What follows belongs to an exercise in optimizing a design on an open flow for small area, a short achievable clock period and few clock cycles per item; a production flow would make more cautious choices. Where RTL was checked, it was by simulation tests only, not by an equivalence proof against the original. The RTL of runs 6 and 7 was laid out without a check of its function. Power is estimated from default activity; no workload was simulated.

==> design/flow/run.sh <==
#!/bin/bash
# synth_recipe.tcl (not shown) runs the flow's synth.tcl, then flattens the netlist and writes it again
# the make line also repeats each setting of config.mk as NAME=value (left out here)
make -C /OpenROAD-flow-scripts/flow DESIGN_CONFIG=/design/flow/config.mk WORK_HOME=/design/flow/orfs CLKGATE_MAP_FILE= SYNTH_SCRIPT=/design/flow/synth_recipe.tcl finish
==> design/flow/config.mk <==
export PLATFORM = sky130hd
export DESIGN_NAME = str_rebuild
export DESIGN_NICKNAME = str_rebuild
export VERILOG_FILES = /design/flow/design.v
export SDC_FILE = /design/flow/constraint.sdc
export NUM_CORES = 4
export LEC_CHECK = 0
export ABC_AREA = 1
export CAP_MARGIN = 20
export CORE_MARGIN = 2
export CORE_UTILIZATION = 30
export PLACE_DENSITY = 0.5
export SETUP_SLACK_MARGIN = 5
export SLEW_MARGIN = 20
==> design/flow/constraint.sdc <==
create_clock -name core_clock -period 8.0 [get_ports {clk}]
set_input_delay 1.6000 -clock core_clock [delete_from_list [all_inputs] [get_ports {clk}]]
set_output_delay 1.6000 -clock core_clock [all_outputs]
set_load 0.01 [all_outputs]
==> design/flow/design.v <==
module str_rebuild (
  input         clk,
  input         rst,
  input         in_valid,
  output        in_ready,
  input  [31:0] in_data,
  input  [31:0] in_mask,
  output        out_valid,
  input         out_ready,
  output [1:0]  out_n,
  output [4:0]  out_role_a,
  output [31:0] out_data_a,
  output [4:0]  out_role_b,
  output [31:0] out_data_b
);
  function [7:0] gf_mul(input [7:0] a, input [7:0] b);
    integer i;
    reg [7:0] p, t;
    begin
      p = 8'h00;
      t = a;
      for (i = 0; i < 8; i = i + 1) begin
        if (b[i]) p = p ^ t;
        t = {t[6:0], 1'b0} ^ (t[7] ? 8'h1D : 8'h00);
      end
      gf_mul = p;
    end
  endfunction
  function [7:0] gf_div2(input [7:0] a);
    gf_div2 = {1'b0, a[7:1]} ^ (a[0] ? 8'h8E : 8'h00);
  endfunction
  function [7:0] apow(input [4:0] k);
    reg [31:0] t0, t1, t2, t3, t4, t5, t6, t7;
    begin
      t0 = 32'h03A47101;
      t1 = 32'h0748E202;
      t2 = 32'h0D35B504;
      t3 = 32'h19CF1B08;
      t4 = 32'h303A4710;
      t5 = 32'h60748E20;
      t6 = 32'hC0E91C40;
      t7 = 32'h81D23880;
      apow = {t7[k], t6[k], t5[k], t4[k], t3[k], t2[k], t1[k], t0[k]};
    end
  endfunction
  function [7:0] ainv(input [4:0] k);
    reg [31:0] t0, t1, t2, t3, t4, t5, t6, t7;
    begin
      t0 = 32'h09FE178D;
      t1 = 32'h84FF0BC6;
      t2 = 32'h4B81926E;
      t3 = 32'h2C3EDEBA;
      t4 = 32'h9FE178D0;
      t5 = 32'h4FF0BC68;
      t6 = 32'h27F85E34;
      t7 = 32'h13FC2F1A;
      ainv = {t7[k], t6[k], t5[k], t4[k], t3[k], t2[k], t1[k], t0[k]};
    end
  endfunction
  function [7:0] wtab(input [4:0] k);
    reg [31:0] t0, t1, t2, t3, t4, t5, t6, t7;
    begin
      t0 = 32'hE029166C;
      t1 = 32'h5F9D8454;
      t2 = 32'h524738EE;
      t3 = 32'hBE228668;
      t4 = 32'hD4D20CDA;
      t5 = 32'h0C7D2F36;
      t6 = 32'hD0BB6CF2;
      t7 = 32'h3EF2F72E;
      wtab = {t7[k], t6[k], t5[k], t4[k], t3[k], t2[k], t1[k], t0[k]};
    end
  endfunction
  reg        rdy_r;
  reg [4:0]  role;
  reg [31:0] mask_r;       
  reg        er_r;
  reg [1:0]  ecnt;
  reg [4:0]  px, py;
  reg [31:0] ps, h;
  wire accept = in_valid && rdy_r;
  wire first  = (role == 5'd0);
  wire last   = (role == 5'd31);
  wire drop0  = (role == 5'd1) && mask_r[0];
  wire [4:0] role_n = accept ? role + 5'd1 : role;
  always @(posedge clk) begin
    if (first) begin
      mask_r <= in_mask;
      er_r   <= in_mask[1];
    end else if (accept) begin
      er_r   <= mask_r[role + 5'd1];
    end
  end
  reg [1:0] ecnt_t;
  reg [4:0] px_t, py_t;
  always @(*) begin
    ecnt_t = ecnt;
    px_t   = px;
    py_t   = py;
    if (er_r) begin
      if (ecnt == 2'd0) px_t = role;
      if (ecnt == 2'd1) py_t = role;
      if (ecnt != 2'd3) ecnt_t = ecnt + 2'd1;
    end
  end
  always @(posedge clk) begin
    if (accept) begin
      if (first) begin
        ecnt <= {1'b0, in_mask[0]};
        px   <= 5'd0;
        py   <= 5'd0;
      end else begin
        ecnt <= ecnt_t;
        px   <= px_t;
        py   <= py_t;
      end
    end
  end
  wire        clr    = accept && (first || drop0);
  wire        keep_p = accept && (first || (!er_r && !last));
  wire        keep_h = first || !er_r;
  wire [31:0] dp = in_data & {32{keep_p}};
  wire [31:0] dh = in_data & {32{keep_h}};
  wire [31:0] hm = h & {32{!(first || drop0)}};
  integer b;
  always @(posedge clk) begin
    ps <= (ps & {32{!clr}}) ^ dp;
    if (accept && role < 5'd30)
      for (b = 0; b < 4; b = b + 1)
        h[8*b +: 8] <= gf_div2(hm[8*b +: 8]) ^ dh[8*b +: 8];
  end
  reg [31:0] qs;
  always @(*)
    for (b = 0; b < 4; b = b + 1)
      qs[8*b +: 8] = gf_mul(h[8*b +: 8], 8'h30) ^ (er_r ? 8'h00 : in_data[8*b +: 8]);
  reg        busy, ov;
  reg [1:0]  sub;
  reg [3:0]  step;
  reg [1:0]  on_r;
  reg [4:0]  ora, orb;
  reg [31:0] ra, rb;
  wire load = accept && last;
  wire two   = (on_r == 2'd2);
  wire c_pq  = two && (ora == 5'd30);
  wire c_xq  = two && (orb == 5'd31) && !c_pq;
  wire c_xp  = two && (orb == 5'd30);
  wire c_xy  = two && (orb < 5'd30);
  wire c_q   = (on_r == 2'd1) && (ora == 5'd31);
  wire c_one = (on_r == 2'd1) && !c_q;
  wire [1:0] sub_n = (step == 4'd0) ? 2'd0 : ((sub == 2'd2) ? 2'd0 : sub + 2'd1);
  reg [7:0] coef_n, coef;
  always @(*) begin
    case (sub_n)
      2'd0:    coef_n = c_xy ? apow(orb) : (c_xq ? apow(ora) : 8'h00);
      2'd1:    coef_n = c_xy ? wtab(orb - ora) : 8'h01;
      default: coef_n = (c_xy || c_xp) ? ainv(ora) : 8'h01;
    endcase
  end
  wire [7:0] a0    = ra[7:0];
  wire [7:0] b0    = rb[7:0];
  wire [7:0] opnd  = (sub == 2'd0) ? a0 : b0;
  wire [7:0] mo    = gf_mul(opnd, coef);
  wire       sva   = c_xy || c_xp || c_q;
  wire       svb   = c_xy || c_xp;
  wire       keepa = two || c_one;           
  wire       keepb = two;                    
  wire [7:0] va    = sva ? mo : (a0 & {8{keepa}});
  wire [7:0] vb    = svb ? (a0 ^ va) : (b0 & {8{keepb}});
  wire [1:0] ecnt_l = ecnt_t;
  wire       many   = (ecnt_l == 2'd3);
  always @(posedge clk) begin
    if (load) begin
      ra   <= ps;
      rb   <= qs;
      on_r <= ecnt_l;
      ora  <= many ? 5'd0 : px_t;
      orb  <= many ? 5'd0 : py_t;
    end else if (busy && step != 4'd0) begin
      if (sub == 2'd2) begin
        ra <= {va, ra[31:8]};
        rb <= {vb, rb[31:8]};
      end else begin
        rb[7:0] <= mo ^ ((sub == 2'd0) ? b0 : 8'h00);
      end
    end
  end
  always @(posedge clk) begin
    coef <= coef_n;
  end
  wire done   = busy && (step == 4'd12);
  wire ov_n   = done || (ov && !out_ready);
  wire busy_n = load || (busy && !done);
  always @(posedge clk) begin
    if (rst) begin
      role  <= 5'd0;
      busy  <= 1'b0;
      ov    <= 1'b0;
      rdy_r <= 1'b1;
    end else begin
      role  <= role_n;
      busy  <= busy_n;
      ov    <= ov_n;
      rdy_r <= !((role_n == 5'd31) && (busy_n || ov_n));
    end
    if (load) begin
      step <= 4'd0;
      sub  <= 2'd0;
    end else if (busy) begin
      step <= step + 4'd1;
      sub  <= sub_n;
    end
  end
  assign in_ready   = rdy_r;
  assign out_valid  = ov;
  assign out_n      = on_r;
  assign out_role_a = ora;
  assign out_data_a = ra;
  assign out_role_b = orb;
  assign out_data_b = rb;
endmodule
==> results of run 1 <==
-- worst register-to-register path, delay by kind of cell (launching register included) --
kind	cells	cell delay (ns)
flip-flops	1	0.49
AND/OR/NAND/NOR	7	0.76
buffers and inverters	2	0.30
XOR/XNOR	3	0.71
AO/OA/AOI/OAI	2	0.33
-- layout by cell type (no fill, tap or decap), types with 6 or more instances in the layout --
cell type / n
xor2_1: 112
ha_1: 27
dfxtp_1: 50
o221ai_1: 8
buf_4: 75
dlygate4sd2_1: 76
nand2_2: 42
buf_6: 7
clkinvlp_4: 7
nor3_1: 9
o32ai_1: 7
o21ai_0: 115
clkinv_2: 8
o22ai_1: 6
clkbuf_16: 25
nand3_1: 85
mux2i_1: 6
o211ai_1: 10
nand2_1: 524
edfxtp_1: 153
a21oi_1: 61
nand2_4: 19
inv_2: 8
nand3_2: 19
inv_1: 176
clkdlybuf4s50_1: 66
nor2_1: 193
o21ai_1: 10
a31oi_1: 10
xnor2_1: 76
nor2_2: 8
-- cells by family after synthesis --
family	after synthesis	share of synthesized area, %
and+or+nand+nor	918	26.5
buffers and inverters	263	7.25
adders and majority gates	28	2.53
AOI/OAI and AO/OA	270	11.2
DFF	207	40.1
xor gates and xnor gates	192	11.9
muxes	6	0.425
-- worst max path at each step --
stage                        to            startpoint  slack (ns)
6_report          out_data_b[2]       rb[2]$_DFFE_PP_        5.03
5_1_grt        rb[28]$_DFFE_PP_   sub[0]$_SDFFE_PP0P_        4.95
4_1_cts         coef[0]$_DFF_P_  orb[0]$_SDFFCE_PN0P_        4.98
3_5_place_dp    rb[5]$_DFFE_PP_              in_valid        3.27
3_3_place_gp    rb[5]$_DFFE_PP_              in_valid        3.33
2_1_floorplan   ra[0]$_DFFE_PP_              in_valid        5.01
-- sequential cells by signal (all words and copies together), names as in the netlist, 2 cells and up --
signal,flops
coef,8
ecnt,2
h,32
mask_r,32
on_r,2
ora,5
orb,5
ps,32
px,5
py,5
ra,32
rb,32
role,5
step,4
sub,2
-- routing by layer --
| metal | track usage [%] | vias up | wire length (um) |
|---|---|---|---|
| met5 | 0 | - | 0 |
| met4 | 4.42 | 0 | 978 |
| met3 | 2.08 | 57 | 2270 |
| met2 | 31.5 | 382 | 22600 |
| met1 | 26.2 | 6138 | 22100 |
| li1 | - | 6507 | - |
-- cell usage after synthesis (4+ instances only) --
master	instances	area, um^2
nor3_1	10	50.1
o21a_1	5	37.5
o211ai_1	10	75.1
buf_2	5	25.0
nand2_1	563	2110
clkinv_1	7	26.3
ha_1	27	338
xor2_1	114	998
o21ai_0	118	591
nand3_1	102	510
a21oi_1	64	320
nor2_1	202	758
xnor2_1	77	674
nand3_2	5	50.1
o221ai_1	8	70.1
buf_6	4	45.0
a211oi_1	4	30.0
o32ai_1	7	61.3
a31oi_1	10	62.6
mux2i_1	6	60.1
inv_1	187	702
o22ai_1	6	37.5
edfxtp_1	153	4590
nand2_2	15	93.8
o21ai_1	10	50.1
dfxtp_1	54	1080
nand2_4	7	78.8
buf_1	6	22.5
clkbuf_1	52	195
-- through the flow --
| step | cells | instance area, um^2 | power [uW] |
|---|---|---|---|
| after floorplan | 1884 | 14200 | 2310 |
| after global placement | 2577 | 16200 | 2590 |
| after detailed placement | 2577 | 16200 | 2600 |
| after CTS | 2673 | 17600 | 3860 |
| after global routing | 2705 | 18200 | 4140 |
| final | 2705 | 18200 | 3910 |
-- power by group through the flow --
stage	Clock (uW)	Combinational, uW	Sequential, uW
5_1_grt	1300	1340	1500
3_5_place_dp	0	1100	1500
4_1_cts	1260	1130	1480
2_1_floorplan	0	877	1440
6_report	1230	1200	1480
3_3_place_gp	0	1090	1500
-- layout make-up --
type                       count  area (um^2)  share of cell area, %
inverter                     195          769                   4.23
clock buffer                  29          671                   3.69
clock inverter                15          211                   1.16
tap                          607          759                   4.18
timing repair buffer         235         2190                   12.0
multi-input combinational   1417         7900                   43.4
sequential                   207         5690                   31.3
-- what timing repair did --
action	CTS	global route
pin swaps	2	32
cloned	3	2
resized for setup	111	102
buffers inserted	49	30
setup endpoints to repair	299	70
==> key figures, run 1 <==
Outcome
  – Outcome: no timing/DRC/antenna violations

Setup path
  – Critical Path Start Type: register
  – Crit path largest cell delay: 0.47 ns
  – R2r setup slk: 5.16 ns
  – CP endpoint kind: output pin
  – Worst Path Max Fanout: 4
  – R2r startpoint: rb[3]$_DFFE_PP_
  – Crit path DAT: 1.37 ns
  – Crit. path cell count: 1
  – Critical Path Slowest Stage Cell: edfxtp_1
  – Crit path max-delay family: flip-flops
  – Critical path class: register to output pin
  – Reg-to-reg endpoint: rb[24]$_DFFE_PP_
  – Critical-path cell list: dlygate4sd2_1
  – R2r worst-path depth: 14
  – Req. time, crit path: 6.40 ns
  – Buf/Inv on CP: 1

Global routing
  – First-pass GRT wire length: 73.4 mm
  – Largest net degree at the start of global routing: 57
  – Vias in the first global route: 12,554
  – GRT overflow: 0
  – Total Routing Usage GR: 18.9%
  – Initial antenna violation count: 0

Synthesis
  – Async set or reset register ratio after synthesis: 0%
  – Avg Cell Area, Syn: 7.51 um^2
  – EDFF count, synth: 153
  – Synthesized area: 14,100 um^2
  – Seq cells post-synth: 207
  – Synthesized Nets: 1,980
  – Synth Warn #: 1
  – Syn Inst Count: 1,884
  – Register area share after synthesis: 40.1%
  – Post-synth cell types: 57
  – Synth Flop Type: edfxtp_1

Clock tree
  – Clock Latency Late Sink: 0.54 ns
  – Num CTS Buffers: 24
  – H-tree depth: 1
  – CTS clk-pin slew, worst paths: 0.07 ns
  – Clock sinks: 207
  – Clock buffer depth: 3
  – CTS tree: done
  – CTS Root Cell: clkbuf_16
  – Hold buffer count at cts: 0

Timing
  – F_max: 337 MHz
  – Crit path time final: 2.97 ns
  – Post-Route Setup TNS: 0 ns
  – Final period utilization: 37.1%
  – Final hold viol count: 0
  – RSZ-0062 raised after global routing: yes
  – Worst-Margin Slew: 0.882 ns
  – Worst hold slack: 0.479 ns
  – Worst Clk Skew: 0.0120 ns
  – Final Setup Violations: 0
  – Pins Over Slew Limit: 0
  – Rel. slew slack: 41.0%
  – Final worst slack: 5.03 ns

Worst hold path
  – Hold crit path type: register to register
  – Worst hold path stage count: 2
  – Worst Min Path Start: ps[17]$_DFF_P_
  – Hold Path Sink: ps[17]$_DFF_P_

Pwr
  – Max rail drop VDD: 0.000155 V
  – Logic pwr share: 30.8%
  – Reg power frac: 37.8%
  – Pwr per Cell Area: 215 nW/um^2
  – Clock share of power: 31.4%
  – Net Switching: 1310 uW
  – Switching Share: 33.4%
  – LEAKAGE: 0.00798 uW
  – Pint: 2600 uW

Floorplanning
  – Die height: 221 um
  – Core Box Area: 46,600 um^2
  – Full die area: 48,900 um^2
  – Die span in x: 221 um
  – Io pins: 146
  – Initial Util: 30.4%
  – Row cnt: 79

Place
  – GPL Wtd Cong: 0.887
  – Buffers on Ports: 145
  – DPL Wire Length: 34.5 mm
  – Pre-CTS setup slack: 3.27 ns

Layout
  – Area growth from synthesis to layout: 28.6%
  – Fin util: 39.1%
  – Nets: 2,176
  – Filler Cell Count: 4,841
  – Diodes inserted: 0
  – Layout cell share with drive strength beyond 1: 13.0%

Route
  – Post-route ant nets: 0
  – Vias: 13,084
  – DRC errors left: 0
  – 1st-pass router iterations: 5
  – Routed len/inst: 17.7 um
  – DRT iter0 DRCs: 1,045
  – Vias per std cell: 4.84
  – Final WL: 47.9 mm

Run
  – Max-Cap Viols: 0
Testbench counts, summed over its fixed seeds: cycles 61,552, columns 1,920.
==> run 2, diff against run 1 <==
--- a/design/flow/config.mk
+++ b/design/flow/config.mk
@@ -9,6 +9,8 @@
 export CAP_MARGIN = 20
 export CORE_MARGIN = 2
 export CORE_UTILIZATION = 30
+export CTS_CLUSTER_DIAMETER = 60
+export CTS_CLUSTER_SIZE = 30
 export PLACE_DENSITY = 0.5
 export SETUP_SLACK_MARGIN = 5
 export SLEW_MARGIN = 20
==> run 2 against run 1 <==
Via count about the same. First-iteration DRC count increased by 6.0%. Fmax about the same. Total power decreased by 5.2%. Worst hold slack improved by 0.0051 ns.
==> key figures, run 2 <==
Outcome
  – Outcome: no timing/DRC/antenna violations

Synthesis
  – Synth top area share: 32.5%
  – Register area share after synthesis: 40.1%
  – Most frequent cell after synthesis: nand2_1
  – EDFF count, synth: 153
  – Yosys top cell by area: edfxtp_1
  – Async set or reset register ratio after synthesis: 0%
  – Synthesized Nets: 1,980
  – Post-synth cell types: 57
  – Avg Cell Area, Syn: 7.51 um^2
  – Seq cells post-synth: 207
  – Synth Warn #: 1
  – Synth Flop Type: edfxtp_1
  – Synth cell count leaders: nand2_1, nor2_1, inv_1, edfxtp_1, o21ai_0
  – Syn Inst Count: 1,884
  – Top cells by area, synth: edfxtp_1, nand2_1, dfxtp_1
  – Synthesized area: 14,100 um^2

Floorplanning
  – Die height: 221 um
  – Row cnt: 79
  – Full die area: 48,900 um^2
  – Die span in x: 221 um
  – Io pins: 146
  – Core Box Area: 46,600 um^2
  – Initial Util: 30.4%

Clock tree
  – CTS Root Cell: clkbuf_16
  – CTS clk-pin slew, worst paths: 0.08 ns
  – CTS tree: done
  – Clock sinks: 207
  – Clock buffer depth: 3
  – Clock Latency Late Sink: 0.53 ns
  – H-tree depth: 1
  – Num CTS Buffers: 20

Timing
  – Worst-Margin Slew: 0.902 ns
  – RSZ-0062 raised after global routing: yes
  – Final hold viol count: 0
  – Post-Route Setup TNS: 0 ns
  – Crit path time final: 2.96 ns
  – F_max: 337 MHz
  – Final Setup Violations: 0
  – Worst Clk Skew: 0.0160 ns
  – Pins Over Slew Limit: 0
  – Final period utilization: 37.0%
  – Rel. slew slack: 39.6%

Setup path
  – Critical path class: register to output pin
  – Crit path DAT: 1.36 ns
  – Crit path max-delay family: flip-flops
  – Buf/Inv on CP: 1
  – Req. time, crit path: 6.40 ns
  – Worst Path Max Fanout: 4
  – Critical Path Start Type: register
  – Critical-path cell list: dlygate4sd2_1
  – R2r worst-path depth: 19
  – Crit path largest cell delay: 0.48 ns
  – CP endpoint kind: output pin
  – Critical Path Slowest Stage Cell: edfxtp_1
  – Crit. path cell count: 1

Pwr
  – Net Switching: 1350 uW
  – Max rail drop VDD: 0.000184 V
  – Clock share of power: 28.2%
  – LEAKAGE: 0.00786 uW
  – Pint: 2360 uW
  – Pwr per Cell Area: 207 nW/um^2
  – Logic pwr share: 32.0%
  – Reg power frac: 39.8%
  – Switching Share: 36.3%

Route
  – Vias: 13,081
  – DRT iter0 DRCs: 1,108
  – Vias per std cell: 4.86
  – DRC errors left: 0
  – Final WL: 47.7 mm
  – Post-route ant nets: 0
  – 1st-pass router iterations: 5
  – Routed len/inst: 17.7 um

Place
  – GPL Wtd Cong: 0.887
  – Buffers on Ports: 145
  – Placed cells: 2,577
  – DPL Wire Length: 34.5 mm

Global routing
  – First-pass GRT wire length: 73.1 mm
  – Initial antenna violation count: 1
  – Largest net degree at the start of global routing: 57
  – Vias in the first global route: 12,519
  – GRT overflow: 0
  – Total Routing Usage GR: 18.8%

Layout
  – Area growth from synthesis to layout: 27.0%
  – Diodes inserted: 0
  – Nets: 2,169
  – Final cell count without fillers: 2,694
  – Most frequent cells in the layout: nand2_1, nor2_1, inv_1
  – Layout cell share with drive strength beyond 1: 12.0%
  – Filler Cell Count: 4,839
  – Commonest non-fill, non-tap cell in the layout: nand2_1

Worst hold path
  – Worst hold path stage count: 2
  – Hold crit path type: register to register

Run
  – Max-Cap Viols: 0
## run 2: cell counts after synthesis
No cell type changed its count.
## run 2: final cells by class
cell class	instances	area, um^2	share of cell area (%)
tap	607	759	4.23
timing repair inverter	1	5.00	0.0279
clock inverter	15	210	1.17
inverter	195	769	4.29
multi-input combinational	1415	7830	43.6
clock buffer	21	526	2.93
timing repair buffer	233	2170	12.1
sequential	207	5690	31.7
## run 2: logic make-up (layout without fill, tap and decap cells)
group                    Yosys count  in the layout  share of synthesized area [%]
AND/OR/NAND/NOR                  918            919                           26.5
AO/OA/AOI/OAI                    270            270                           11.2
buffers and inverters            263            465                           7.25
flip-flops                       207            207                           40.1
XOR/XNOR                         192            192                           11.9
adder cells (fa/ha/maj)           28             28                           2.53
multiplexers                       6              6                          0.425
## run 2: timing repair
| action | in CTS | in global routing |
|---|---|---|
| pin swaps | 3 | 26 |
| hold buffers | 0 | 0 |
| gates resized for setup | 112 | 84 |
| buffers inserted | 51 | 26 |
| cloned | 3 | 1 |
| endpoints found under the setup margin | 299 | 71 |
## run 2: power groups by stage
| stage | clock network [uW] | logic (uW) | registers, uW |
|---|---|---|---|
| floorplan | 0 | 877 | 1440 |
| global placement | 0 | 1090 | 1500 |
| detailed placement | 0 | 1100 | 1500 |
| CTS | 1080 | 1130 | 1470 |
| global route | 1110 | 1330 | 1490 |
| finish | 1050 | 1190 | 1480 |
## run 2: final timing paths
path,start,end,slack [ns]
worst max-delay path,rb[0]$_DFFE_PP_,out_data_b[0],5.04
worst min-delay path,ps[12]$_DFF_P_,ps[12]$_DFF_P_,0.48
worst max register to register,sub[0]$_SDFFE_PP0P_,rb[24]$_DFFE_PP_,5.16
worst min register to register,ps[12]$_DFF_P_,ps[12]$_DFF_P_,0.48
## run 2: metal layers
metal,vias to the layer above,global-route usage (%),share of wire [%]
li1,6489,-,-
met1,6187,26.1,46
met2,345,31.5,47
met3,60,1.95,4.7
met4,0,4.11,2.0
met5,-,0,0
## run 2: stage by stage
stage | total power [uW] | hold WS, ns | cell area (um^2) | setup WS (ns) | util, %
after CTS | 3680 | 0.486 | 17500 | 4.96 | 37.5
after detailed placement | 2600 | 0.473 | 16200 | 3.27 | 34.8
after floorplan | 2310 | 0.459 | 14200 | 5.01 | -
final | 3710 | 0.484 | 18000 | 5.04 | 38.6
after global routing | 3930 | 0.501 | 18000 | 4.96 | 38.6
after global placement | 2590 | 0.472 | 16200 | 3.33 | 34.8
==> run 3, diff against run 2 <==
--- a/design/flow/config.mk
+++ b/design/flow/config.mk
@@ -8,9 +8,7 @@
 export ABC_AREA = 1
 export CAP_MARGIN = 20
 export CORE_MARGIN = 2
-export CORE_UTILIZATION = 30
-export CTS_CLUSTER_DIAMETER = 60
-export CTS_CLUSTER_SIZE = 30
-export PLACE_DENSITY = 0.5
+export CORE_UTILIZATION = 50
+export PLACE_DENSITY = 0.65
 export SETUP_SLACK_MARGIN = 5
 export SLEW_MARGIN = 20
==> run 3 against run 2 <==
Still clean on timing, DRC and antenna. Global-route usage grew 10 points. Worst hold slack lost 0.0037 ns. Total power grew 1.7%. Synthesized cell count is the same. Final cell count shrank 8.4%. Utilization grew 25 points. First-iteration DRC count grew 19%.
==> key figures, run 3 <==
Layout
  – Multi-input gate area: 7770 um^2
  – Diodes inserted: 0
  – Nets: 2,167
  – Layout cell share with drive strength beyond 1: 10.8%
  – Fin util: 63.2%
  – Register area: 5690 um^2
  – Area growth from synthesis to layout: 24.2%
  – Final cell count without fillers: 2,467
  – Most frequent cells in the layout: nand2_1, nor2_1, inv_1
  – Commonest non-fill, non-tap cell in the layout: nand2_1
  – Final Cell Area: 17,600 um^2
  – Filler Cell Count: 2,571

Timing
  – Rel. slew slack: 31.0%
  – Pins Over Slew Limit: 0
  – RSZ-0062 raised after global routing: yes
  – Final Setup Violations: 0
  – Final hold viol count: 0
  – Final period utilization: 37.3%
  – Post-Route Setup TNS: 0 ns
  – F_max: 335 MHz
  – Crit path time final: 2.98 ns
  – Worst-Margin Slew: 1.03 ns
  – Worst Clk Skew: 0.0124 ns

Route
  – Final WL: 43.6 mm
  – Vias: 13,397
  – Routed len/inst: 17.7 um
  – DRC errors left: 0
  – DRT iter0 DRCs: 1,316
  – Vias per std cell: 5.43
  – Post-route ant nets: 0
  – 1st-pass router iterations: 7

Pwr
  – LEAKAGE: 0.00784 uW
  – Final Power: 3770 uW
  – Max rail drop VDD: 0.000194 V
  – Pwr per Cell Area: 215 nW/um^2

Synthesis
  – Seq cells post-synth: 207
  – Synth Flop Type: edfxtp_1
  – Synthesized area: 14,100 um^2
  – Synthesized Nets: 1,980
  – Syn Inst Count: 1,884
  – Synth Warn #: 1
  – Synth cell count leaders: nand2_1, nor2_1, inv_1, edfxtp_1, o21ai_0
  – Post-synth cell types: 57
  – Avg Cell Area, Syn: 7.51 um^2
  – Yosys top cell by area: edfxtp_1
  – Register area share after synthesis: 40.1%
  – EDFF count, synth: 153
  – Most frequent cell after synthesis: nand2_1
  – Synth top area share: 32.5%
  – Top cells by area, synth: edfxtp_1, nand2_1, dfxtp_1
  – Async set or reset register ratio after synthesis: 0%

Global routing
  – Vias in the first global route: 12,341
  – Largest net degree at the start of global routing: 57
  – First-pass GRT wire length: 66.5 mm
  – GRT overflow: 0
  – Initial antenna violation count: 0
  – Total Routing Usage GR: 28.9%

Setup path
  – R2r setup slk: 5.12 ns
  – R2r startpoint: sub[0]$_SDFFE_PP0P_
  – CP Capture Point: out_data_b[7]
  – Critical-path cell list: buf_4 > dlygate4sd2_1
  – R2r worst-path depth: 23
  – CP Launch Point: rb[7]$_DFFE_PP_
  – Crit path DAT: 1.38 ns
  – Critical path class: register to output pin
  – CP endpoint kind: output pin
  – Crit path largest cell delay: 0.42 ns
  – Critical Path Start Type: register
  – Worst Path Max Fanout: 2
  – Reg-to-reg endpoint: rb[29]$_DFFE_PP_
  – Critical Path Slowest Stage Cell: edfxtp_1
  – Req. time, crit path: 6.40 ns

Clock tree
  – Hold buffer count at cts: 0
  – Num CTS Buffers: 24
  – CTS clk-pin slew, worst paths: 0.07 ns
  – Clock sinks: 207
  – Clock Latency Late Sink: 0.52 ns
  – H-tree depth: 1
  – Clock buffer depth: 3
  – CTS tree: done
  – CTS Root Cell: clkbuf_16

Worst hold path
  – Hold crit path type: register to register

Floorplanning
  – Io pins: 146
  – Die span in x: 172 um
  – Die height: 172 um
  – Initial Util: 50.9%
  – Core Box Area: 27,800 um^2
  – Row cnt: 61
  – Full die area: 29,600 um^2

Place
  – GPL Wtd Cong: 0.930
  – DP Area: 15,900 um^2
  – Placed cells: 2,347
  – DPL Wire Length: 31.2 mm
  – Buffers on Ports: 145

Run
  – Max-Cap Viols: 0

Outcome
  – Outcome: no timing/DRC/antenna violations
## run 3: layer usage
layer	global-route usage, %	share of wire, %
met1	39.5	42
met4	9.32	3.3
met2	48.3	47
met5	0	0
met3	3.11	7.4
## run 3: worst min-delay path by stage
stage	slack, ns	end	depth (start not counted)	startpoint
2_1_floorplan	0.46	ps[0]$_DFF_P_	2	ps[0]$_DFF_P_
3_3_place_gp	0.47	ps[17]$_DFF_P_	2	ps[17]$_DFF_P_
3_5_place_dp	0.47	ps[8]$_DFF_P_	2	ps[8]$_DFF_P_
4_1_cts	0.48	ps[15]$_DFF_P_	2	ps[15]$_DFF_P_
5_1_grt	0.49	ps[12]$_DFF_P_	2	ps[12]$_DFF_P_
6_report	0.48	ps[8]$_DFF_P_	2	ps[8]$_DFF_P_
## run 3: cell type report
cell class | instances | share of cell area, %
flip-flops and latches | 207 | 32.4
clock buffers | 28 | 3.63
multi-input cells | 1419 | 44.3
inverters | 195 | 4.39
repair buffers | 224 | 11.7
clock inverters | 16 | 0.948
well taps | 378 | 2.69
## run 3: kinds of logic (layout without fill, tap and decap cells)
group,after synthesis,in the layout,share of synthesized area [%]
AND/OR/NAND/NOR,918,923,26.5
AO/OA/AOI/OAI,270,270,11.2
buffers and inverters,263,463,7.25
flip-flops,207,207,40.1
XOR/XNOR,192,192,11.9
adder cells (fa/ha/maj),28,28,2.53
multiplexers,6,6,0.425
## run 3: critical path: cells and delay by family (launching register included)
family	cells	cell delay (ns)
buffers and inverters	2	0.45
DFF	1	0.42
## run 3: stage by stage
step | hold WS (ns) | setup WS, ns
2_1_floorplan | 0.459 | 5.01
3_3_place_gp | 0.471 | 3.83
3_5_place_dp | 0.474 | 3.80
4_1_cts | 0.483 | 5.00
5_1_grt | 0.493 | 4.90
6_report | 0.481 | 5.02
## run 3: what timing repair did
| item | CTS | global route |
|---|---|---|
| gates resized for setup | 102 | 65 |
| setup endpoints to repair | 297 | 90 |
| pin swaps | 2 | 14 |
| buffers inserted | 40 | 29 |
| gates cloned | 4 | 3 |
## run 3: report_power, final
group | total [uW] | internal, uW | leakage (uW) | switching (uW)
registers | 1480 | 1350 | 0.00189 | 138
clock network | 1120 | 669 | 0.000398 | 448
logic | 1170 | 476 | 0.00554 | 694
==> run 4, diff against run 3 <==
==> design/flow/flow/run.sh (new file) <==
#!/bin/bash
# Standard ORFS layout (the standard.sh) with the port buffers placed as
# buf_2 cells, and repair_timing aiming at a 5.5 ns setup margin.
set -euo pipefail
export BUFFER_PORTS_ARGS="-buffer_cell sky130_fd_sc_hd__buf_2"
bash standard.sh SETUP_SLACK_MARGIN=5.5 finish > standard.log 2>&1
==> design/flow/standard.sh (new file) <==
#!/bin/bash
# synth_recipe.tcl (not shown) runs the flow's synth.tcl, then flattens the netlist and writes it again
# the make line also repeats each setting of config.mk as NAME=value (left out here)
make -C /OpenROAD-flow-scripts/flow DESIGN_CONFIG=/design/flow/config.mk WORK_HOME=/design/flow/orfs CLKGATE_MAP_FILE= SYNTH_SCRIPT=/design/flow/synth_recipe.tcl "${@:-finish}"
--- a/design/flow/config.mk
+++ b/design/flow/config.mk
@@ -9,6 +9,8 @@
 export CAP_MARGIN = 20
 export CORE_MARGIN = 2
 export CORE_UTILIZATION = 50
+export CTS_CLUSTER_DIAMETER = 60
+export CTS_CLUSTER_SIZE = 30
 export PLACE_DENSITY = 0.65
 export SETUP_SLACK_MARGIN = 5
 export SLEW_MARGIN = 20
removed: design/flow/run.sh
==> run 4 against run 3 <==
Global-route usage up 1.3 points. Design area rose by 6.0%. Wire length increased by 6.2%. First-iteration DRC count down 14%. Critical path depth unchanged. Worst hold slack better by 0.0062 ns. Via count increased by 3.3%. Still clean on timing, DRC and antenna.
==> key figures, run 4 <==
Layout
  – Layout cell share with drive strength beyond 1: 29.1%
  – Filler Cell Count: 2,373
  – Final cell count without fillers: 2,530
  – Area growth from synthesis to layout: 31.6%
  – Nets: 2,236
  – Final Cell Area: 18,600 um^2
  – Most frequent cells in the layout: nand2_1, nor2_1, inv_1
  – Commonest non-fill, non-tap cell in the layout: nand2_1
  – Diodes inserted: 0

Synthesis
  – Post-synthesis mux area share: 0.425%
  – Compound-Gate Fraction of Synth Area: 11.2%
  – Synth Flop Type: edfxtp_1
  – Synth Warn #: 1
  – Syn Inst Count: 1,884
  – Adder-cell share of the synthesized area: 2.53%
  – Async set or reset register ratio after synthesis: 0%
  – Avg Cell Area, Syn: 7.51 um^2
  – Synthesized area: 14,100 um^2
  – Yosys top cell by area: edfxtp_1
  – Xor/xnor share of the synthesized area: 11.9%
  – Most frequent cell after synthesis: nand2_1
  – EDFF count, synth: 153
  – Post-synth cell types: 57
  – Register area share after synthesis: 40.1%
  – Synthesized Nets: 1,980
  – Seq cells post-synth: 207
  – Top cells by area, synth: edfxtp_1, nand2_1, dfxtp_1
  – Synth cell count leaders: nand2_1, nor2_1, inv_1, edfxtp_1, o21ai_0
  – Largest family of logic cells by synthesized area: simple AND/OR/NAND/NOR gates
  – Synth Area in Simple Gates: 26.5%
  – Synth top area share: 32.5%

Timing
  – Worst-Margin Slew: 0.579 ns
  – RSZ-0062 raised after global routing: yes
  – Worst hold slack: 0.487 ns
  – Pins Over Slew Limit: 0
  – Final Setup Violations: 0
  – F_max: 351 MHz
  – Final hold viol count: 0
  – Post-Route Setup TNS: 0 ns
  – Worst Clk Skew: 0.0218 ns
  – Final period utilization: 35.6%
  – Rel. slew slack: 60.9%
  – Crit path time final: 2.85 ns

Setup path
  – R2r setup slk: 5.18 ns
  – Crit path DAT: 1.25 ns
  – CP Launch Point: rb[7]$_DFFE_PP_
  – R2r worst-path depth: 23
  – CP Capture Point: out_data_b[7]
  – R2r startpoint: sub[1]$_SDFFE_PP0P_
  – Req. time, crit path: 6.40 ns
  – Critical path class: register to output pin
  – CP endpoint kind: output pin
  – Worst Path Max Fanout: 3
  – Critical Path Start Type: register
  – Reg-to-reg endpoint: rb[30]$_DFFE_PP_

Route
  – DRT iter0 DRCs: 1,127
  – DRC errors left: 0
  – 1st-pass router iterations: 6
  – Vias per std cell: 5.47
  – Post-route ant nets: 0
  – Vias: 13,833
  – Routed len/inst: 18.3 um
  – Final WL: 46.3 mm

Place
  – GPL Wtd Cong: 0.893
  – DPL Wire Length: 30.8 mm
  – DP Area: 15,200 um^2
  – Placed cells: 2,346
  – Buffers on Ports: 145

Global routing
  – Vias in the first global route: 12,764
  – Initial antenna violation count: 0
  – First-pass GRT wire length: 69.6 mm
  – GRT overflow: 0
  – Total Routing Usage GR: 30.2%
  – Largest net degree at the start of global routing: 57

Pwr
  – Final Power: 3770 uW
  – Pwr per Cell Area: 202 nW/um^2
  – Max rail drop VDD: 0.000207 V
  – LEAKAGE: 0.00830 uW

Clock tree
  – Num CTS Buffers: 19
  – CTS tree: done
  – CTS Root Cell: clkbuf_16
  – Clock buffer depth: 3
  – H-tree depth: 1
  – CTS clk-pin slew, worst paths: 0.08 ns
  – Clock sinks: 207
  – Clock Latency Late Sink: 0.51 ns

Floorplanning
  – Initial Util: 50.9%
  – Row cnt: 61
  – Die height: 172 um
  – Io pins: 146
  – Die span in x: 172 um
  – Core Box Area: 27,800 um^2
  – Full die area: 29,600 um^2

Run
  – Max-Cap Viols: 0

Outcome
  – Outcome: no timing/DRC/antenna violations

Worst hold path
  – Hold crit path type: register to register
## run 4: metrics by stage
step / util, % / setup WS, ns
3_5_place_dp: 54.7 / 3.61
4_1_cts: 63.3 / 5.19
2_1_floorplan: - / 5.02
5_1_grt: 67.0 / 5.07
6_report: 67.0 / 5.15
3_3_place_gp: 54.7 / 3.70
## run 4: worst min path at each step
stage	depth (start not counted)	endpoint	from	slack [ns]
after floorplan	2	ps[0]$_DFF_P_	ps[0]$_DFF_P_	0.46
after global placement	2	ps[7]$_DFF_P_	ps[7]$_DFF_P_	0.47
after detailed placement	2	ps[1]$_DFF_P_	ps[1]$_DFF_P_	0.47
after CTS	2	ps[0]$_DFF_P_	ps[0]$_DFF_P_	0.49
after global routing	2	ps[9]$_DFF_P_	ps[9]$_DFF_P_	0.50
final	2	ps[0]$_DFF_P_	ps[0]$_DFF_P_	0.49
## run 4: worst max-delay path: stages (launching register included)
cell and delay (ns):
edfxtp_1 0.47, buf_6 0.16, buf_6 0.11
## run 4: power breakdown
part / switching (uW) / internal [uW]
Clock: 487 / 481
Combinational: 781 / 540
Sequential: 134 / 1340
Total: 1400 / 2360
## run 4: cell families (layout without fill, tap and decap cells)
| family | Yosys count | count (layout) |
|---|---|---|
| AOI/OAI and AO/OA | 270 | 270 |
| xor gates and xnor gates | 192 | 192 |
| and+or+nand+nor | 918 | 924 |
| muxes | 6 | 6 |
| DFF | 207 | 207 |
| adders and majority gates | 28 | 28 |
| buffers and inverters | 263 | 525 |
## run 4: timing repair
| item | CTS | global route |
|---|---|---|
| cloned | 11 | 1 |
| buffers inserted | 108 | 31 |
| gates resized for setup | 206 | 189 |
| endpoints found under the setup margin | 301 | 189 |
| pin swaps | 57 | 82 |
| hold buffers | 0 | 0 |
## run 4: area by class of cell
type | instances | area, um^2 | share of cell area, %
clock buffers | 19 | 475 | 2.56
clock inverters | 14 | 195 | 1.05
inverters | 195 | 793 | 4.26
multi-input cells | 1420 | 8800 | 47.3
flip-flops and latches | 207 | 5690 | 30.6
well taps | 378 | 473 | 2.54
repair buffers | 294 | 2150 | 11.6
repair inverters | 3 | 18.8 | 0.101
## run 4: layer usage
metal / wire length, um / global-route usage, % / part of all wire, %
met4: 1310 / 8.55 / 2.8
met1: 19300 / 41.7 / 42
met2: 22000 / 50.6 / 48
met5: 0 / 0 / 0
met3: 3680 / 3.14 / 7.9
==> run 5, diff against run 4 <==
==> design/flow/flow/run.sh (replaced) <==
#!/bin/bash
# Standard ORFS layout (the standard.sh) with the port buffers placed as
# buf_2 cells instead of the smallest buffer-like cell.
set -euo pipefail
export BUFFER_PORTS_ARGS="-buffer_cell sky130_fd_sc_hd__buf_2"
bash standard.sh > standard.log 2>&1
==> run 5 against run 4 <==
Still clean. Total power down 8.2%. Wire length fell by 11%. Sequential share of layout area grew 4.4 points. First-iteration DRC count up 3.4%. Non-clock buffer count is 100 lower. Critical path depth did not move. Sequential cell count stayed put. Register-to-register slack worse by 0.05 ns. Fmax is 1.8% lower. Critical endpoint is now out_role_b[1]. Largest power group unchanged.
==> key figures, run 5 <==
Outcome
  – Outcome: no timing/DRC/antenna violations

Floorplanning
  – Row cnt: 61
  – Initial Util: 50.9%
  – Core Box Area: 27,800 um^2
  – Die height: 172 um
  – Full die area: 29,600 um^2
  – Die span in x: 172 um
  – Io pins: 146

Place
  – Buffers on Ports: 145
  – DPL Wire Length: 31.1 mm
  – GPL Wtd Cong: 0.921
  – Placed cells: 2,348
  – DP Area: 15,200 um^2

Clock tree
  – Hold buffer count at cts: 0
  – Num CTS Buffers: 17
  – CTS Root Cell: clkbuf_16
  – Clock Latency Late Sink: 0.51 ns
  – CTS tree: done
  – Clock buffer depth: 3
  – CTS clk-pin slew, worst paths: 0.09 ns
  – Clock sinks: 207
  – H-tree depth: 1

Layout
  – Layout cell share with drive strength beyond 1: 14.8%
  – Commonest non-fill, non-tap cell in the layout: nand2_1
  – Area growth from synthesis to layout: 14.9%
  – Final Cell Area: 16,300 um^2
  – Nets: 2,127
  – Most frequent cells in the layout: nand2_1, nor2_1, inv_1
  – Fin util: 58.5%
  – Diodes inserted: 0
  – Final cell count without fillers: 2,420
  – Filler Cell Count: 2,685

Timing
  – RSZ-0062 raised after global routing: yes
  – Worst-Margin Slew: 0.997 ns
  – F_max: 344 MHz
  – Final Setup Violations: 0
  – Worst Clk Skew: 0.0214 ns
  – Crit path time final: 2.90 ns
  – Final hold viol count: 0
  – Post-Route Setup TNS: 0 ns
  – Rel. slew slack: 33.4%
  – Final period utilization: 36.3%
  – Pins Over Slew Limit: 0
  – Worst hold slack: 0.485 ns

Synthesis
  – Synthesized area: 14,100 um^2
  – Avg Cell Area, Syn: 7.51 um^2
  – Synth Flop Type: edfxtp_1
  – Async set or reset register ratio after synthesis: 0%
  – Most frequent cell after synthesis: nand2_1
  – Synthesized Nets: 1,980
  – Yosys top cell by area: edfxtp_1
  – Top cells by area, synth: edfxtp_1, nand2_1, dfxtp_1
  – Synth cell count leaders: nand2_1, nor2_1, inv_1, edfxtp_1, o21ai_0
  – Synth Warn #: 1
  – Register area share after synthesis: 40.1%
  – Syn Inst Count: 1,884
  – EDFF count, synth: 153
  – Post-synth cell types: 57
  – Seq cells post-synth: 207
  – Synth top area share: 32.5%

Pwr
  – LEAKAGE: 0.00742 uW
  – Pwr per Cell Area: 213 nW/um^2
  – Max rail drop VDD: 0.000227 V

Worst hold path
  – Hold crit path type: register to register

Setup path
  – Crit path DAT: 1.30 ns
  – Critical Path Start Type: register
  – Req. time, crit path: 6.40 ns
  – Critical Path Slowest Stage Cell: edfxtp_1
  – Worst Path Max Fanout: 6
  – CP endpoint kind: output pin
  – R2r setup slk: 5.13 ns
  – Critical path class: register to output pin
  – Critical-path cell list: buf_4 > buf_2
  – Crit path largest cell delay: 0.49 ns

Global routing
  – Total Routing Usage GR: 27.4%
  – Largest net degree at the start of global routing: 78
  – GRT overflow: 0
  – Initial antenna violation count: 1
  – First-pass GRT wire length: 63.4 mm
  – Vias in the first global route: 11,773

Route
  – Vias: 12,993
  – Post-route ant nets: 0
  – DRC errors left: 0
  – Vias per std cell: 5.37
  – Final WL: 41.2 mm
  – Routed len/inst: 17.0 um
  – DRT iter0 DRCs: 1,165
  – 1st-pass router iterations: 5

Run
  – Max-Cap Viols: 0
## run 5: changes by cell type in the layout (fill, tap and decap cells not counted), sizes merged
| cell | delta |
|---|---|
| buf | -99 |
| clkinvlp | -4 |
| nand2 | -5 |
| inv | +4 |
| clkbuf | -2 |
| clkinv | -3 |
| bufbuf | -1 |
## run 5: worst paths after layout
check | start | endpoint | cells past startpoint
min | ps[1]$_DFF_P_ | ps[1]$_DFF_P_ | 2
max reg2reg | sub[0]$_SDFFE_PP0P_ | ra[27]$_DFFE_PP_ | 18
min reg2reg | ps[1]$_DFF_P_ | ps[1]$_DFF_P_ | 2
max | orb[1]$_SDFFCE_PN0P_ | out_role_b[1] | 2
## run 5: repair_timing
| item | CTS | global route |
|---|---|---|
| gates resized for setup | 21 | 30 |
| pin swaps | 2 | 4 |
| endpoints found under the setup margin | 122 | 91 |
| cloned | 1 | 1 |
| setup buffers | 11 | 29 |
## run 5: power by group
part / total (uW) / internal (uW) / switching (uW)
registers: 1470 / 1340 / 128
logic: 1110 / 446 / 666
clock network: 875 / 424 / 451
## run 5: cell families after synthesis
family | count (synthesis) | synth area share, %
AOI/OAI and AO/OA | 270 | 11.2
xor gates and xnor gates | 192 | 11.9
adders and majority gates | 28 | 2.53
buffers and inverters | 263 | 7.25
DFF | 207 | 40.1
muxes | 6 | 0.425
and+or+nand+nor | 918 | 26.5
## run 5: layer usage
metal | vias to the layer above | global-route usage (%) | wire length, um
met4 | 0 | 6.54 | 919
met1 | 6023 | 39.5 | 18400
met5 | - | 0 | 0
li1 | 6411 | - | -
met3 | 67 | 3.04 | 3010
met2 | 492 | 44.2 | 18900
## run 5: final cells by class
type                       count  area (um^2)  area share, %
clock buffer                  17          425           2.62
tap                          378          473           2.91
multi-input combinational   1415         7630           47.0
sequential                   207         5690           35.0
inverter                     195          762           4.69
timing repair inverter         1         5.00         0.0308
timing repair buffer         194         1120           6.88
clock inverter                13          148          0.908
## run 5: worst max-delay path: cells and delay by family (launching register included)
family,cells,cell delay [ns]
buf+inv,2,0.31
flops,1,0.49
## run 5: stage by stage
step | power (uW) | setup slack [ns]
2_1_floorplan | 2310 | 5.01
3_3_place_gp | 2540 | 4.29
3_5_place_dp | 2560 | 4.13
4_1_cts | 3450 | 5.01
5_1_grt | 3650 | 4.94
6_report | 3460 | 5.10
==> run 6, diff against run 5 <==
--- a/design/flow/design.v
+++ b/design/flow/design.v
@@ -78,9 +78,8 @@
   reg [1:0]  ecnt;
   reg [4:0]  px, py;
   reg [31:0] ps, h;
+  reg  first, last;        
   wire accept = in_valid && rdy_r;
-  wire first  = (role == 5'd0);
-  wire last   = (role == 5'd31);
   wire drop0  = (role == 5'd1) && mask_r[0];
   wire [4:0] role_n = accept ? role + 5'd1 : role;
   always @(posedge clk) begin
@@ -134,11 +133,13 @@
     for (b = 0; b < 4; b = b + 1)
       qs[8*b +: 8] = gf_mul(h[8*b +: 8], 8'h30) ^ (er_r ? 8'h00 : in_data[8*b +: 8]);
   reg        busy, ov;
-  reg [1:0]  sub;
-  reg [3:0]  step;
+  reg [2:0]  sub;
+  reg [4:0]  step;
   reg [1:0]  on_r;
   reg [4:0]  ora, orb;
   reg [31:0] ra, rb;
+  reg [7:0]  mo_r;
+  wire lden = last && rdy_r;
   wire load = accept && last;
   wire two   = (on_r == 2'd2);
   wire c_pq  = two && (ora == 5'd30);
@@ -147,66 +148,72 @@
   wire c_xy  = two && (orb < 5'd30);
   wire c_q   = (on_r == 2'd1) && (ora == 5'd31);
   wire c_one = (on_r == 2'd1) && !c_q;
-  wire [1:0] sub_n = (step == 4'd0) ? 2'd0 : ((sub == 2'd2) ? 2'd0 : sub + 2'd1);
+  wire [2:0] sub_n = (step == 5'd0 || sub == 3'd5) ? 3'd0 : sub + 3'd1;
   reg [7:0] coef_n, coef;
   always @(*) begin
     case (sub_n)
-      2'd0:    coef_n = c_xy ? apow(orb) : (c_xq ? apow(ora) : 8'h00);
-      2'd1:    coef_n = c_xy ? wtab(orb - ora) : 8'h01;
+      3'd0:    coef_n = c_xy ? apow(orb) : (c_xq ? apow(ora) : 8'h00);
+      3'd2:    coef_n = c_xy ? wtab(orb - ora) : 8'h01;
       default: coef_n = (c_xy || c_xp) ? ainv(ora) : 8'h01;
     endcase
   end
   wire [7:0] a0    = ra[7:0];
   wire [7:0] b0    = rb[7:0];
-  wire [7:0] opnd  = (sub == 2'd0) ? a0 : b0;
-  wire [7:0] mo    = gf_mul(opnd, coef);
+  wire [7:0] opnd  = (sub == 3'd0) ? a0 : b0;
   wire       sva   = c_xy || c_xp || c_q;
   wire       svb   = c_xy || c_xp;
   wire       keepa = two || c_one;           
   wire       keepb = two;                    
-  wire [7:0] va    = sva ? mo : (a0 & {8{keepa}});
+  wire [7:0] va    = sva ? mo_r : (a0 & {8{keepa}});
   wire [7:0] vb    = svb ? (a0 ^ va) : (b0 & {8{keepb}});
   wire [1:0] ecnt_l = ecnt_t;
   wire       many   = (ecnt_l == 2'd3);
   always @(posedge clk) begin
-    if (load) begin
+    mo_r <= gf_mul(opnd, coef);
+    coef <= coef_n;
+  end
+  always @(posedge clk) begin
+    if (lden) begin
       ra   <= ps;
       rb   <= qs;
       on_r <= ecnt_l;
       ora  <= many ? 5'd0 : px_t;
       orb  <= many ? 5'd0 : py_t;
-    end else if (busy && step != 4'd0) begin
-      if (sub == 2'd2) begin
+    end else if (busy) begin
+      if (sub == 3'd5) begin
         ra <= {va, ra[31:8]};
         rb <= {vb, rb[31:8]};
-      end else begin
-        rb[7:0] <= mo ^ ((sub == 2'd0) ? b0 : 8'h00);
+      end else if (sub == 3'd1) begin
+        rb[7:0] <= b0 ^ mo_r;
+      end else if (sub == 3'd3) begin
+        rb[7:0] <= mo_r;
       end
     end
   end
-  always @(posedge clk) begin
-    coef <= coef_n;
-  end
-  wire done   = busy && (step == 4'd12);
+  wire done   = busy && (step == 5'd24);
   wire ov_n   = done || (ov && !out_ready);
   wire busy_n = load || (busy && !done);
   always @(posedge clk) begin
     if (rst) begin
       role  <= 5'd0;
+      first <= 1'b1;
+      last  <= 1'b0;
       busy  <= 1'b0;
       ov    <= 1'b0;
       rdy_r <= 1'b1;
     end else begin
       role  <= role_n;
+      first <= (role_n == 5'd0);
+      last  <= (role_n == 5'd31);
       busy  <= busy_n;
       ov    <= ov_n;
       rdy_r <= !((role_n == 5'd31) && (busy_n || ov_n));
     end
     if (load) begin
-      step <= 4'd0;
-      sub  <= 2'd0;
+      step <= 5'd0;
+      sub  <= 3'd0;
     end else if (busy) begin
-      step <= step + 4'd1;
+      step <= step + 5'd1;
       sub  <= sub_n;
     end
   end
==> run 6 against run 5 <==
Final cell count down 1.7%. Combinational power decreased by 23%. Highest routed layer is now met5. Sequential cell count is 12 higher. Sequential power hardly changed. Clock-buffer cell count rose by 7. Critical path depth decreased by 1. Largest power group unchanged. Global-route usage increased by 0.062 points. Synthesized area rose by 0.78%. Synthesized cell count down 1.2%. Non-clock buffer count is 23 lower. Sequential share of layout area is 1.4 points higher. Design area is essentially flat.
==> key figures, run 6 <==
Outcome
  – Outcome: no timing/DRC/antenna violations

Timing
  – Crit path time final: 2.88 ns
  – Worst-Margin Slew: 1.06 ns
  – RSZ-0062 raised after global routing: no
  – Post-Route Setup TNS: 0 ns
  – Rel. slew slack: 29.4%
  – Final worst slack: 5.12 ns
  – Final hold viol count: 0
  – Worst Clk Skew: 0.0334 ns
  – Final Setup Violations: 0
  – Pins Over Slew Limit: 0
  – F_max: 347 MHz
  – Final period utilization: 36.0%

Clock tree
  – H-tree depth: 1
  – Clock Latency Late Sink: 0.53 ns
  – Clock buffer depth: 3
  – CTS tree: done
  – CTS clk-pin slew, worst paths: 0.07 ns
  – Clock sinks: 219
  – Num CTS Buffers: 23
  – CTS Root Cell: clkbuf_16
  – Hold buffer count at cts: 0

Setup path
  – CP endpoint kind: output pin
  – Crit path max-delay family: flip-flops
  – Crit path largest cell delay: 0.57 ns
  – Buf/Inv on CP: 1
  – Crit path DAT: 1.28 ns
  – Critical path class: register to output pin
  – Critical-path cell list: buf_2
  – Critical Path Start Type: register
  – Critical Path Slowest Stage Cell: edfxtp_1
  – Worst Path Max Fanout: 8
  – Req. time, crit path: 6.40 ns

Pwr
  – Pwr per Cell Area: 215 nW/um^2
  – LEAKAGE: 0.00724 uW
  – Max rail drop VDD: 0.000201 V

Floorplanning
  – Row cnt: 61
  – Core Box Area: 27,900 um^2
  – Io pins: 146
  – Die height: 173 um
  – Full die area: 29,900 um^2
  – Initial Util: 51.0%
  – Die span in x: 173 um

Place
  – Placed cells: 2,317
  – Pre-CTS setup slack: 4.49 ns
  – GPL Wtd Cong: 0.912
  – DPL Wire Length: 30.3 mm
  – Buffers on Ports: 145

Synthesis
  – Synth Flop Type: edfxtp_1
  – Most frequent cell after synthesis: nand2_1
  – Post-synth cell types: 55
  – Synth cell count leaders: nand2_1, nor2_1, inv_1, edfxtp_1, xor2_1
  – Synth Warn #: 1
  – Top cells by area, synth: edfxtp_1, nand2_1, xor2_1
  – Syn Inst Count: 1,861
  – Synthesized area: 14,200 um^2
  – Yosys top cell by area: edfxtp_1
  – Avg Cell Area, Syn: 7.66 um^2
  – Async set or reset register ratio after synthesis: 0%
  – EDFF count, synth: 153
  – Synth top area share: 32.2%
  – Synthesized Nets: 1,959
  – Register area share after synthesis: 41.5%
  – Seq cells post-synth: 219

Route
  – 1st-pass router iterations: 8
  – DRT iter0 DRCs: 1,044
  – Vias: 12,772
  – Routed len/inst: 17.6 um
  – DRC errors left: 0
  – Post-route ant nets: 0
  – Final WL: 41.8 mm
  – Vias per std cell: 5.37

Layout
  – Final cell count without fillers: 2,380
  – Area growth from synthesis to layout: 14.0%
  – Fin util: 58.2%
  – Most frequent cells in the layout: nand2_1, nor2_1, edfxtp_1
  – Commonest non-fill, non-tap cell in the layout: nand2_1
  – Nets: 2,081
  – Layout cell share with drive strength beyond 1: 12.8%

Global routing
  – First-pass GRT wire length: 66.0 mm
  – Vias in the first global route: 11,995
  – Total Routing Usage GR: 27.4%
  – Initial antenna violation count: 5
  – Largest net degree at the start of global routing: 84
  – GRT overflow: 0

Run
  – Max-Cap Viols: 0

Worst hold path
  – Hold crit path type: register to register
-- run 6: changes by cell type after synthesis, moves of 18 or more --
cell / previous run / this run
inv_1: 187 / 154
nand2_1: 563 / 608
nand3_1: 102 / 84
nor2_1: 202 / 157
xnor2_1: 77 / 49
xor2_1: 114 / 151
-- run 6: routing by layer --
metal	track usage, %	routed length (um)	up-vias	part of all wire [%]
met5	0	28	-	0.067
met4	7.77	1160	4	2.8
met2	44.5	19300	466	46
met1	37.9	18200	5877	44
li1	-	-	6333	-
met3	4.66	3090	92	7.4
-- run 6: through the flow --
step	area [um^2]	hold WS, ns	total power, uW
final	16300	0.482	3490
after global routing	16200	0.502	3700
after CTS	16100	0.485	3510
after detailed placement	15200	0.471	2370
after global placement	15200	0.468	2360
after floorplan	14300	0.452	2160
-- run 6: path summary, 6_finish.rpt --
path	from	end	slack [ns]	cells past startpoint
worst max register to register	role[0]$_SDFF_PP0_	h[25]$_DFFE_PP_	5.19	6
worst min register to register	ps[9]$_DFF_P_	ps[9]$_DFF_P_	0.48	2
worst min-delay path	ps[9]$_DFF_P_	ps[9]$_DFF_P_	0.48	2
worst max-delay path	orb[0]$_SDFFCE_PN0P_	out_role_b[0]	5.12	1
-- run 6: worst reg2reg max path, stage by stage (launching register included) --
cell and delay, ns:
dfxtp_1 0.57, ha_1 0.34, nand3_1 0.07, nand2_1 0.29, inv_1 0.90, nand2_1 0.19
xor2_1 0.20
-- run 6: area by class of cell --
cell class / instances / area [um^2]
fillers: 2684 / 11700
multi-input cells: 1405 / 7500
flip-flops and latches: 219 / 5920
repair buffers: 171 / 933
inverters: 163 / 614
clock buffers: 24 / 579
well taps: 378 / 473
clock inverters: 17 / 221
diodes: 3 / 7.51
-- run 6: cells by family after synthesis --
group | synth area share [%]
AND/OR/NAND/NOR | 25.1
AO/OA/AOI/OAI | 11.4
buffers and inverters | 6.45
flip-flops | 41.5
XOR/XNOR | 12.5
adder cells (fa/ha/maj) | 2.69
multiplexers | 0.360
-- run 6: repair_timing --
action                                  in CTS  in global routing
resized for setup                            7                 12
pin swaps                                    0                  1
buffers inserted                            11                  7
endpoints found under the setup margin      31                 80
-- run 6: report_power, final --
group	internal, uW	switching (uW)
Combinational	338	520
Sequential	1370	130
Clock	600	530
Total	2310	1180
==> run 7, diff against run 6 <==
==> design/flow/flow/run.sh (replaced) <==
#!/bin/bash
# Standard ORFS layout (the standard.sh) with the port buffers placed as
# buf_2 cells instead of the smallest buffer-like cell.
set -euo pipefail
export BUFFER_PORTS_ARGS="-buffer_cell sky130_fd_sc_hd__buf_2"
bash standard.sh SETUP_SLACK_MARGIN=5.2 finish > standard.log 2>&1
==> run 7 against run 6 <==
Largest power group unchanged. Critical path depth did not move. Setup slack better by 0.033 ns. Highest routed layer unchanged. Wire length up 2.4%. Clock power up 9%. Die area did not move. Register-to-register slack better by 0.10 ns. Critical path type unchanged. Sequential power hardly changed. Global-route usage grew 0.40 points. Utilization up 1.6 points.
==> key figures, run 7 <==
Outcome
  – Outcome: no timing/DRC/antenna violations

Setup path
  – Worst Path Max Fanout: 3
  – Crit path max-delay family: flip-flops
  – Critical Path Slowest Stage Cell: edfxtp_1
  – Crit path largest cell delay: 0.50 ns
  – Buf/Inv on CP: 1
  – Crit path DAT: 1.25 ns
  – Critical path class: register to output pin
  – Critical Path Start Type: register
  – Req. time, crit path: 6.40 ns
  – CP endpoint kind: output pin
  – Critical-path cell list: buf_2

Timing
  – Post-Route Setup TNS: 0 ns
  – Worst-Margin Slew: 0.875 ns
  – Final Setup Violations: 0
  – Worst Clk Skew: 0.0360 ns
  – Pins Over Slew Limit: 0
  – Final hold viol count: 0
  – Final period utilization: 35.6%
  – Crit path time final: 2.85 ns
  – RSZ-0062 raised after global routing: yes
  – Rel. slew slack: 41.6%
  – Final worst slack: 5.15 ns
  – F_max: 351 MHz

Synthesis
  – Synthesized area: 14,200 um^2
  – Top cells by area, synth: edfxtp_1, nand2_1, xor2_1
  – Seq cells post-synth: 219
  – Async set or reset register ratio after synthesis: 0%
  – Post-synthesis mux area share: 0.360%
  – Avg Cell Area, Syn: 7.66 um^2
  – Xor/xnor share of the synthesized area: 12.5%
  – Largest family of logic cells by synthesized area: simple AND/OR/NAND/NOR gates
  – EDFF count, synth: 153
  – Post-synth cell types: 55
  – Synth top area share: 32.2%
  – Syn Inst Count: 1,861
  – Synth Flop Type: edfxtp_1
  – Synthesized Nets: 1,959
  – Adder-cell share of the synthesized area: 2.69%
  – Synth Warn #: 1
  – Most frequent cell after synthesis: nand2_1
  – Synth Area in Simple Gates: 25.1%
  – Yosys top cell by area: edfxtp_1
  – Register area share after synthesis: 41.5%
  – Compound-Gate Fraction of Synth Area: 11.4%
  – Synth cell count leaders: nand2_1, nor2_1, inv_1, edfxtp_1, xor2_1

Floorplanning
  – Core Box Area: 27,900 um^2
  – Io pins: 146
  – Initial Util: 51.0%
  – Full die area: 29,900 um^2
  – Die height: 173 um
  – Row cnt: 61
  – Die span in x: 173 um

Global routing
  – First-pass GRT wire length: 67.1 mm
  – Initial antenna violation count: 7
  – Largest net degree at the start of global routing: 83
  – Vias in the first global route: 12,379
  – Total Routing Usage GR: 27.8%
  – GRT overflow: 0

Run
  – Max-Cap Viols: 0

Route
  – DRC errors left: 0
  – Post-route ant nets: 0
  – Final WL: 42.8 mm
  – Vias: 13,152
  – Vias per std cell: 5.45
  – 1st-pass router iterations: 6
  – DRT iter0 DRCs: 1,275
  – Routed len/inst: 17.7 um

Place
  – DPL Wire Length: 30.3 mm
  – Pre-CTS setup slack: 4.57 ns
  – Placed cells: 2,317
  – GPL Wtd Cong: 0.922
  – Buffers on Ports: 145

Worst hold path
  – Hold crit path type: register to register

Layout
  – Nets: 2,110
  – Layout cell share with drive strength beyond 1: 14.8%
  – Final cell count without fillers: 2,415
  – Most frequent cells in the layout: nand2_1, nor2_1, edfxtp_1
  – Commonest non-fill, non-tap cell in the layout: nand2_1
  – Area growth from synthesis to layout: 17.2%

Clock tree
  – CTS clk-pin slew, worst paths: 0.08 ns
  – H-tree depth: 1
  – Clock buffer depth: 3
  – Num CTS Buffers: 24
  – Hold buffer count at cts: 0
  – Clock Latency Late Sink: 0.55 ns
  – CTS Root Cell: clkbuf_16
  – Clock sinks: 219
  – CTS tree: done

Pwr
  – LEAKAGE: 0.00740 uW
  – Final Power: 3600 uW
  – Pwr per Cell Area: 216 nW/um^2
  – Max rail drop VDD: 0.000233 V
-- run 7: changes by cell type in the layout (fill, tap and decap cells not counted), moves of 3 or more --
cell	before	now
buf_4	25	51
diode_2	3	7
clkbuf_16	23	26
clkinvlp_4	1	8
inv_1	152	149
nand2_4	4	7
buf_6	0	3
-- run 7: layout make-up --
class,count,area [um^2]
Clock inverter,15,229
Timing Repair inverter,1,7.51
Multi-Input combinational cell,1405,7600
Fill cell,2607,11200
Inverter,163,633
Timing Repair Buffer,198,1150
Clock buffer,29,672
Sequential cell,219,5920
Tap cell,378,473
Antenna cell,7,17.5
-- run 7: final timing paths --
check                                         to  cells after the start                 start  slack, ns
worst max-delay path               out_data_a[7]                      1       ra[7]$_DFFE_PP_       5.15
worst min-delay path              ps[12]$_DFF_P_                      2        ps[12]$_DFF_P_       0.48
worst max register to register  rb[26]$_DFFE_PP_                     13  ora[0]$_SDFFCE_PN0P_       5.29
worst min register to register    ps[12]$_DFF_P_                      2        ps[12]$_DFF_P_       0.48
-- run 7: logic make-up after synthesis --
logic type                 count (synthesis)
and+or+nand+nor                          893
AOI/OAI and AO/OA                        275
buffers and inverters                    237
DFF                                      219
xor gates and xnor gates                 202
adders and majority gates                 30
muxes                                      5
-- run 7: through the flow --
step / util, % / hold WS [ns] / instance area [um^2]
floorplan: - / 0.452 / 14300
global placement: 54.5 / 0.467 / 15200
detailed placement: 54.6 / 0.470 / 15200
CTS: 58.8 / 0.484 / 16400
global route: 59.8 / 0.499 / 16700
finish: 59.8 / 0.482 / 16700
-- run 7: timing repair --
action / in CTS / in global routing
setup endpoints to repair: 86 / 101
cloned: 0 / 1
hold endpoints to repair: 0 / 0
resized for setup: 15 / 29
buffers inserted: 32 / 14
pin swaps: 0 / 2
-- run 7: per-layer routing --
layer	wire length [um]	part of all wire [%]	vias up	track usage [%]
met5	7	0.016	-	0
met4	1570	3.7	2	9.92
met3	3560	8.3	95	5.47
met2	19500	45	540	44.6
met1	18200	43	6124	37.6
li1	-	-	6391	-
-- run 7: worst register-to-register path, delay by kind of cell (launching register included) --
kind                     cells  cell delay (ns)
AO/OA/AOI/OAI                5             0.71
adder cells (fa/ha/maj)      1             0.23
buffers and inverters        4             0.67
flip-flops                   1             0.45
AND/OR/NAND/NOR              3             0.37
-- run 7: power breakdown --
| group | total, uW | leakage, uW | switching (uW) | internal, uW |
|---|---|---|---|---|
| clock | 1230 | 0.000427 | 511 | 717 |
| sequential | 1500 | 0.00201 | 129 | 1370 |
| combinational | 874 | 0.00496 | 531 | 343 |

==> what the ideal ports hide <==
In the flow no input, the clock included, has a driving cell. The finished layouts below were timed again as built, in two steps. Step 1: set_driving_cell puts a clkbuf_16 on clk and a buf_2 on each other input, an assumption about the parent block. Step 2 adds t to the input delays and takes it off the output delays; t is the mean of the earliest and latest rising clock arrival at the registers after step 1. Input paths then give back, and output paths get back, about the clock's delay inside the block. a / b / c = ideal ports / drivers / drivers and shift; a / b = the first two.
run	shift t [ns]	slack for setup (ns)	worst hold slack (ns)	clock arrival spread, ns	cell pins on the clock port's net
run 1	0.587	5.034 / 4.977 / 4.586	0.479 / 0.479 / 0.479	0.014 / 0.013	1
run 2	0.574	5.036 / 4.981 / 4.580	0.484 / 0.484 / 0.484	0.018 / 0.018	1
run 3	0.567	5.019 / 4.968 / 4.572	0.481 / 0.481 / 0.481	0.013 / 0.014	1
run 4	0.552	5.149 / 5.097 / 5.000	0.487 / 0.487 / 0.487	0.028 / 0.028	1
run 5	0.548	5.095 / 5.046 / 4.649	0.485 / 0.485 / 0.485	0.022 / 0.021	1
run 6	0.570	5.118 / 5.066 / 4.743	0.482 / 0.482 / 0.482	0.033 / 0.033	1
run 7	0.585	5.151 / 5.101 / 4.850	0.482 / 0.482 / 0.482	0.036 / 0.037	1
After both steps every run listed still meets setup and hold. For run 2, which loses most, drivers alone change the setup slack by -0.055 ns; drivers and shift together by -0.456 ns.
